Context: an optimization exercise on an open-source flow, tuned for small area, a short achievable clock period and few clock cycles per item. The choices shown serve that exercise and are no tape-out recipe. Only the layout flow was run in this run; the RTL was not checked for function there.

File: flow/run.sh
#!/bin/bash
# synth_recipe.tcl (not shown) runs the flow's synth.tcl, then flattens the netlist and writes it again
# the make line also repeats each setting of config.mk as NAME=value (left out here)
make -C /OpenROAD-flow-scripts/flow DESIGN_CONFIG=/design/flow/config.mk WORK_HOME=/design/flow/orfs CLKGATE_MAP_FILE= SYNTH_SCRIPT=/design/flow/synth_recipe.tcl finish
File: flow/config.mk
export PLATFORM = sky130hd
export DESIGN_NAME = aes_enc
export DESIGN_NICKNAME = aes_enc
export VERILOG_FILES = /design/flow/design.v
export SDC_FILE = /design/flow/constraint.sdc
export NUM_CORES = 8
export LEC_CHECK = 0
export CAP_MARGIN = 20
export CORE_MARGIN = 2
export CORE_UTILIZATION = 25
export PLACE_DENSITY = 0.45
export SLEW_MARGIN = 20
File: flow/constraint.sdc
create_clock -name core_clock -period 15.0 [get_ports {clk}]
set_input_delay 3.0000 -clock core_clock [delete_from_list [all_inputs] [get_ports {clk}]]
set_output_delay 3.0000 -clock core_clock [all_outputs]
set_load 0.01 [all_outputs]
File: flow/design.v
module aes_sbox (input wire [7:0] x, output wire [7:0] y);
    wire U0=x[7],U1=x[6],U2=x[5],U3=x[4],U4=x[3],U5=x[2],U6=x[1],U7=x[0];
    wire T1, T2, T3, T4, T5, T6, T7, T8, T9, T10, T11, T12, T13, T14, T15, T16, T17, T18, T19, T20, T21, T22, T23, T24, T25, T26, T27, M1, M2, M3, M4, M5, M6, M7, M8, M9, M10, M11, M12, M13, M14, M15, M16, M17, M18, M19, M20, M21, M22, M23, M24, M25, M26, M27, M28, M29, M30, M31, M32, M33, M34, M35, M36, M37, M38, M39, M40, M41, M42, M43, M44, M45, M46, M47, M48, M49, M50, M51, M52, M53, M54, M55, M56, M57, M58, M59, M60, M61, M62, M63, L0, L1, L2, L3, L4, L5, L6, L7, L8, L9, L10, L11, L12, L13, L14, L15, L16, L17, L18, L19, L20, L21, L22, L23, L24, L25, L26, L27, L28, L29, S0, S1, S2, S3, S4, S5, S6, S7;
    assign T1 = U0 ^ U3;
    assign T2 = U0 ^ U5;
    assign T3 = U0 ^ U6;
    assign T4 = U3 ^ U5;
    assign T5 = U4 ^ U6;
    assign T6 = T1 ^ T5;
    assign T7 = U1 ^ U2;
    assign T8 = U7 ^ T6;
    assign T9 = U7 ^ T7;
    assign T10 = T6 ^ T7;
    assign T11 = U1 ^ U5;
    assign T12 = U2 ^ U5;
    assign T13 = T3 ^ T4;
    assign T14 = T6 ^ T11;
    assign T15 = T5 ^ T11;
    assign T16 = T5 ^ T12;
    assign T17 = T9 ^ T16;
    assign T18 = U3 ^ U7;
    assign T19 = T7 ^ T18;
    assign T20 = T1 ^ T19;
    assign T21 = U6 ^ U7;
    assign T22 = T7 ^ T21;
    assign T23 = T2 ^ T22;
    assign T24 = T2 ^ T10;
    assign T25 = T20 ^ T17;
    assign T26 = T3 ^ T16;
    assign T27 = T1 ^ T12;
    assign M1 = T13 & T6;
    assign M2 = T23 & T8;
    assign M3 = T14 ^ M1;
    assign M4 = T19 & U7;
    assign M5 = M4 ^ M1;
    assign M6 = T3 & T16;
    assign M7 = T22 & T9;
    assign M8 = T26 ^ M6;
    assign M9 = T20 & T17;
    assign M10 = M9 ^ M6;
    assign M11 = T1 & T15;
    assign M12 = T4 & T27;
    assign M13 = M12 ^ M11;
    assign M14 = T2 & T10;
    assign M15 = M14 ^ M11;
    assign M16 = M3 ^ M2;
    assign M17 = M5 ^ T24;
    assign M18 = M8 ^ M7;
    assign M19 = M10 ^ M15;
    assign M20 = M16 ^ M13;
    assign M21 = M17 ^ M15;
    assign M22 = M18 ^ M13;
    assign M23 = M19 ^ T25;
    assign M24 = M22 ^ M23;
    assign M25 = M22 & M20;
    assign M26 = M21 ^ M25;
    assign M27 = M20 ^ M21;
    assign M28 = M23 ^ M25;
    assign M29 = M28 & M27;
    assign M30 = M26 & M24;
    assign M31 = M20 & M23;
    assign M32 = M27 & M31;
    assign M33 = M27 ^ M25;
    assign M34 = M21 & M22;
    assign M35 = M24 & M34;
    assign M36 = M24 ^ M25;
    assign M37 = M21 ^ M29;
    assign M38 = M32 ^ M33;
    assign M39 = M23 ^ M30;
    assign M40 = M35 ^ M36;
    assign M41 = M38 ^ M40;
    assign M42 = M37 ^ M39;
    assign M43 = M37 ^ M38;
    assign M44 = M39 ^ M40;
    assign M45 = M42 ^ M41;
    assign M46 = M44 & T6;
    assign M47 = M40 & T8;
    assign M48 = M39 & U7;
    assign M49 = M43 & T16;
    assign M50 = M38 & T9;
    assign M51 = M37 & T17;
    assign M52 = M42 & T15;
    assign M53 = M45 & T27;
    assign M54 = M41 & T10;
    assign M55 = M44 & T13;
    assign M56 = M40 & T23;
    assign M57 = M39 & T19;
    assign M58 = M43 & T3;
    assign M59 = M38 & T22;
    assign M60 = M37 & T20;
    assign M61 = M42 & T1;
    assign M62 = M45 & T4;
    assign M63 = M41 & T2;
    assign L0 = M61 ^ M62;
    assign L1 = M50 ^ M56;
    assign L2 = M46 ^ M48;
    assign L3 = M47 ^ M55;
    assign L4 = M54 ^ M58;
    assign L5 = M49 ^ M61;
    assign L6 = M62 ^ L5;
    assign L7 = M46 ^ L3;
    assign L8 = M51 ^ M59;
    assign L9 = M52 ^ M53;
    assign L10 = M53 ^ L4;
    assign L11 = M60 ^ L2;
    assign L12 = M48 ^ M51;
    assign L13 = M50 ^ L0;
    assign L14 = M52 ^ M61;
    assign L15 = M55 ^ L1;
    assign L16 = M56 ^ L0;
    assign L17 = M57 ^ L1;
    assign L18 = M58 ^ L8;
    assign L19 = M63 ^ L4;
    assign L20 = L0 ^ L1;
    assign L21 = L1 ^ L7;
    assign L22 = L3 ^ L12;
    assign L23 = L18 ^ L2;
    assign L24 = L15 ^ L9;
    assign L25 = L6 ^ L10;
    assign L26 = L7 ^ L9;
    assign L27 = L8 ^ L10;
    assign L28 = L11 ^ L14;
    assign L29 = L11 ^ L17;
    assign S0 = L6 ^ L24;
    assign S1 = ~(L16 ^ L26);
    assign S2 = ~(L19 ^ L28);
    assign S3 = L6 ^ L21;
    assign S4 = L20 ^ L22;
    assign S5 = L25 ^ L29;
    assign S6 = ~(L13 ^ L27);
    assign S7 = ~(L6 ^ L23);
    assign y = {S0,S1,S2,S3,S4,S5,S6,S7};
endmodule
module aes_enc (
    input  wire         clk,
    input  wire         rst,         
    input  wire         start,       
    input  wire [1:0]   key_len,     
    input  wire [255:0] key,         
    input  wire [127:0] din,         
    output wire         ready,       
    output reg          done,        
    output wire [127:0] dout
);
    reg        busy;
    reg        last;         
    reg        r1;           
    reg  [3:0] cnt;          
    reg        m192, m256;   
    reg  [2:0] kc;           
    reg  [7:0] rcon;         
    assign ready = !busy;
    reg  [255:0] hist;       
    wire [31:0] H [0:7];
    genvar k;
    generate
        for (k = 0; k < 8; k = k + 1) begin : g_h
            assign H[k] = hist[255 - 32*k -: 32];
        end
    endgenerate
    wire m128 = !m192 && !m256;
    wire p0   = (kc == 3'd0) || (m256 && kc == 3'd4 && !r1);   
    wire p2   = m192 && (kc == 3'd4);                           
    wire rotw = (kc == 3'd0) || p2;                             
    wire [31:0] wold [0:3];
    wire [31:0] A    [0:3];      
    wire        iskey[0:3];
    wire        mj   [0:3];      
    genvar j;
    generate
        for (j = 0; j < 4; j = j + 1) begin : g_kw
            assign iskey[j] = r1 && (m256 || (m192 && j < 2));
            if (j < 2) begin : g_lo
                assign wold[j] = (m256 || iskey[j]) ? H[j] : m192 ? H[j + 2] : H[j + 4];
            end else begin : g_hi
                assign wold[j] = m256 ? H[j] : m192 ? H[j + 2] : H[j + 4];
            end
            if (j == 0) begin : g_a0
                assign A[j]  = (p0 || iskey[j]) ? wold[j] : (wold[j] ^ H[7]);
                assign mj[j] = p0;
            end else if (j == 2) begin : g_a2
                assign A[j]  = (p2 || iskey[j]) ? wold[j] : (wold[j] ^ A[j - 1]);
                assign mj[j] = p0 || p2;
            end else begin : g_an
                assign A[j]  = iskey[j] ? wold[j] : (wold[j] ^ A[j - 1]);
                assign mj[j] = mj[j - 1];
            end
        end
    endgenerate
    wire [31:0] sin = p2   ? {A[1][23:0], A[1][31:24]} :
                      rotw ? {H[7][23:0], H[7][31:24]} : H[7];
    wire [31:0] sw;
    aes_sbox u_ks0 (.x(sin[31:24]), .y(sw[31:24]));
    aes_sbox u_ks1 (.x(sin[23:16]), .y(sw[23:16]));
    aes_sbox u_ks2 (.x(sin[15:8]),  .y(sw[15:8]));
    aes_sbox u_ks3 (.x(sin[7:0]),   .y(sw[7:0]));
    wire [31:0] g = sw ^ {(rotw ? rcon : 8'd0), 24'd0};
    wire [31:0] N [0:3];
    generate
        for (j = 0; j < 4; j = j + 1) begin : g_n
            assign N[j] = A[j] ^ (mj[j] ? g : 32'd0);
        end
    endgenerate
    wire [127:0] rkey = {N[0], N[1], N[2], N[3]};
    wire [7:0]   rcon_next = {rcon[6:0], 1'b0} ^ (rcon[7] ? 8'h1b : 8'h00);
    reg  [127:0] state;
    wire [7:0] sb [0:15];
    genvar n;
    generate
        for (n = 0; n < 16; n = n + 1) begin : g_sb
            aes_sbox u_sb (.x(state[127 - 8*n -: 8]), .y(sb[n]));
        end
    endgenerate
    wire [7:0] sr [0:15];
    generate
        for (n = 0; n < 16; n = n + 1) begin : g_sr
            assign sr[n] = sb[((n / 4 + n % 4) % 4) * 4 + n % 4];
        end
    endgenerate
    wire [127:0] mc;
    generate
        for (n = 0; n < 4; n = n + 1) begin : g_mc
            wire [7:0] s0 = sr[4*n];
            wire [7:0] s1 = sr[4*n + 1];
            wire [7:0] s2 = sr[4*n + 2];
            wire [7:0] s3 = sr[4*n + 3];
            wire [7:0] t  = s0 ^ s1 ^ s2 ^ s3;
            wire [7:0] a0 = s0 ^ s1, a1 = s1 ^ s2, a2 = s2 ^ s3, a3 = s3 ^ s0;
            wire [7:0] x0 = {a0[6:0], 1'b0} ^ (a0[7] ? 8'h1b : 8'h00);
            wire [7:0] x1 = {a1[6:0], 1'b0} ^ (a1[7] ? 8'h1b : 8'h00);
            wire [7:0] x2 = {a2[6:0], 1'b0} ^ (a2[7] ? 8'h1b : 8'h00);
            wire [7:0] x3 = {a3[6:0], 1'b0} ^ (a3[7] ? 8'h1b : 8'h00);
            wire [7:0] e  = {8{!last}};
            assign mc[127 - 32*n -: 32] = {s0 ^ (e & (x0 ^ t)),
                                           s1 ^ (e & (x1 ^ t)),
                                           s2 ^ (e & (x2 ^ t)),
                                           s3 ^ (e & (x3 ^ t))};
        end
    endgenerate
    wire [127:0] round_out = mc ^ rkey;
    assign dout = state;
    always @(posedge clk) begin
        if (ready) begin
            state <= din ^ key[255:128];
            hist  <= {key[127:0], key[255:128]};
            m192  <= (key_len == 2'd1);
            m256  <= (key_len == 2'd2);
            cnt   <= (key_len == 2'd0) ? 4'd9 : (key_len == 2'd1) ? 4'd11 : 4'd13;
            kc    <= (key_len == 2'd0) ? 3'd0 : 3'd4;
            rcon  <= 8'h01;
            r1    <= 1'b1;
            last  <= 1'b0;
        end else begin
            state <= round_out;
            hist  <= {hist[127:0], rkey};
            kc    <= (m192 && kc == 3'd4) ? 3'd2 : (m192 && kc == 3'd2) ? 3'd0 :
                     m128 ? 3'd0 : kc ^ 3'd4;
            if (rotw) rcon <= rcon_next;
            cnt   <= cnt - 4'd1;
            r1    <= 1'b0;
            last  <= (cnt == 4'd1);
        end
    end
    always @(posedge clk) begin
        if (rst) begin
            busy <= 1'b0;
            done <= 1'b0;
        end else begin
            done <= busy && last;
            if (ready)
                busy <= start;
            else if (last)
                busy <= 1'b0;
        end
    end
endmodule
==> results.txt <==
==> cell type report <==
| class | count | area (sq um) |
|---|---|---|
| antenna | 16 | 40.0 |
| clock buffer | 70 | 1550 |
| clock inverter | 37 | 564 |
| fill | 27500 | 181000 |
| inverter | 77 | 297 |
| multi-input combinational | 7213 | 53700 |
| sequential | 404 | 8130 |
| tap | 3384 | 4230 |
| timing repair buffer | 673 | 6390 |
==> cell usage in the layout, fill, tap and decap left out, types with 25 or more instances in the layout <==
cell type           n
buf_4             151
mux2i_1           206
and3_1             27
clkdlybuf4s50_1   518
ha_1               42
a211oi_1           84
a211o_1            25
inv_1              74
xnor2_1          1412
dfxtp_1           398
xnor2_2            84
o31ai_1            35
nor2b_1            59
o21ai_0           454
o32ai_1            43
nor4_1             28
nand2_1           814
o22ai_1            80
o21ai_1            94
o211ai_1           78
nand3_1           181
xor2_1            655
xnor3_1           141
nor3_1            159
nor2_1            701
mux2_2            256
or2_2              47
a31oi_1            89
a21oi_1           439
clkbuf_16          57
a22o_1             58
nand4_1            43
or3_1              39
nand2b_1           76
and2_1             80
a221oi_1           40
a2111oi_0          26
a22oi_1            62
o221ai_1           38
o311a_1            32
==> critical path: cells and delay by family (launching register included) <==
kind | cells | cell delay [ns]
xor+xnor | 11 | 4.54
compound gates | 7 | 2.32
buf+inv | 3 | 1.06
flops | 1 | 0.90
simple gates | 3 | 0.81
fa+ha+maj | 1 | 0.32
==> metal layers <==
metal  routed length, microns  vias to the layer above  part of all wire, %
met3                    26700                      453                  7.9
met4                    23100                       10                  6.8
met1                   143000                    31400                   42
li1                         -                    29400                    -
met2                   145000                     3076                   43
met5                       72                        -                0.021
==> registers in the layout, summed over array words and instances (netlist names) <==
| register | flops |
|---|---|
| last | 1 |
| busy | 1 |
| r1 | 1 |
| rcon | 8 |
| state | 128 |
| m256 | 1 |
| m192 | 1 |
| cnt | 4 |
| hist | 256 |
| kc | 2 |
| done | 1 |
==> logic make-up (layout without fill, tap and decap cells) <==
logic type | count (synthesis) | after routing | share of synthesized area, %
compound gates | 1979 | 1979 | 20.7
simple gates | 2364 | 2364 | 16.8
fa+ha+maj | 56 | 56 | 1.04
other cells | 0 | 16 | 0
buf+inv | 605 | 857 | 4.16
mux | 470 | 470 | 7.90
flops | 404 | 404 | 12.6
xor+xnor | 2344 | 2344 | 36.7
==> path summary, 6_finish.rpt <==
kind / from / end / depth (start not counted)
max: r1 / state[40] / 25
min reg2reg: cnt[0] / cnt[0] / 1
max reg2reg: r1 / state[40] / 25
min: cnt[0] / cnt[0] / 1
==> results.txt <==
Die width - 511 microns
Crit-path max cell delay - 0.90 ns
Post-synthesis cell type count - 130
Floorplan Core Area - 0.256 sq mm
Final WL - 338,000 microns
Critical Path Fanout Max - 35
Post-Synthesis Cells - 8,222
I/O pin total - 519
Slew Viols, Final - 0
Gr ovfl total - 0
Final setup viols - 0
RSZ-0062 raised after global routing - false
Final ANT Viol Nets - 0
Synth top area share - 19.6%
Register area share after synthesis - 12.6%
Residual DRC count - 0
Post-synthesis cell area - 0.0642 sq mm
Met2 Track Usage GR - 37.7%
Num CTS Buffers - 57
Worst slew pin tran - 1.25 ns
Tcrit/Tclk final - 68.2%
Most frequent cell on the critical path - xnor2_1
Max-Cap Viols - 0
Syn Nets - 8,653
Initial DRC count - 7,316
Worst hold path type - reg2reg
Final instance area - 0.0748 sq mm
Dominant cell type by area after synthesis - xnor2_1
CP Capture Type - flop
Synth area leaders - xnor2_1 20%, dfxtp_1 13%, xor2_1 9.0%
FF-to-FF setup slack - 4.76 ns
Top-count cell post-synth - xnor2_1
Critical path's slowest cell - dfxtp_2
Clock transition at the registers of the reported paths - 0.06 ns
Ys async rst share - 0%
Die area - 0.261 sq mm
Fin. Hold Viols - 0
Hold-fix buffers at CTS - 0
Number of I/O port buffers - 518
Placed Cells - 11,800
Post-CTS Resized - 0
Root Driver - clkbuf_16
Max Buffers Root-to-Sink - 3
Final Non-Filler Cells - 11,900
Layout net count - 8,857
Htree depth - 2
Syn Area/Cell - 7.81 sq um
CTS tree - done
Drt pass-1 iters - 6
Total number of vias - 64,200
Post-DP HPWL - 273,000 microns
Post-DP Area - 0.0726 sq mm
Startpoint Class - flop
Post-synth EDFFs - 3
Avg Vias per Cell - 5.41
# rows - 186
Final Util - 29.2%
Met1 GRT Util - 32.9%
Arr. time, crit path - 10.75 ns
Hold_ws - 0.419 ns
WP data required - 15.51 ns
FMAX - 0.0977 GHz
Gpl congestion - 0.997
Setup total negative slack - 0 ns
Vias in the first global route - 60,200
Clock latency on the worst-skew pair - 0.72 ns
First-pass GRT wire length - 469,000 microns
Flops & latches, synth - 404
Synth Warn # - 1
Ys flop type - dfxtp_1
CTS sink count - 404
Area delta synth->final - 16.6%
Total setup buffers inserted after CTS - 0
Wire per inst - 28.4 microns
Top cells by count, synth - 1,433 x xnor2_1, 814 x nand2_1, 705 x nor2_1, 660 x xor2_1, 454 x o21ai_0
GRT Max-Usage Layer - met2
Slew Limit Headroom - 16.3%
Outcome - timing/DRC/antenna clean
Pin count of the biggest net entering global routing - 197
Met3 Usage GRT - 3.77%
Antenna violations before repair - 32
Ratio of cells with drive above 1 in the final layout - 9.62%
Min Clock Period, post-route - 10.24 ns
Starting Density - 25.1%
Critical path class - reg2reg
GRT Total Usage - 24.7%
Worst Setup Slack, final - 4.76 ns
Die height - 511 microns
Pre-CTS worst setup slack - 5.08 ns
Skew final - 0.0464 ns

what the ideal ports hide:
No port has a modelled driver above. Below, the same layout with a new extraction and two added sets of constraints.
Step 1, drivers: a clkbuf_16 drives clk and a buf_2 each remaining input, both assumed.
Step 2 adds t to the input delays and takes it off the output delays; t is the mean of the earliest and latest rising clock arrival at the registers after step 1. Input paths then give back, and output paths get back, about the clock's delay inside the block.
Three values: no drivers, after step 1, after step 2; two values: the first two.
shift t [ns]: 0.780
setup WS [ns]: 4.764 / 4.764 / 4.764
hold slack, ns: 0.419 / 0.419 / 0.419
slew at the worst register clock pin (ns): 0.09 / 0.09
worst data-port slew with drivers (ns): 0.18
After both steps setup and hold are still met in this run. For this run, drivers alone change the setup slack by 0.000 ns; drivers and shift together by 0.000 ns.
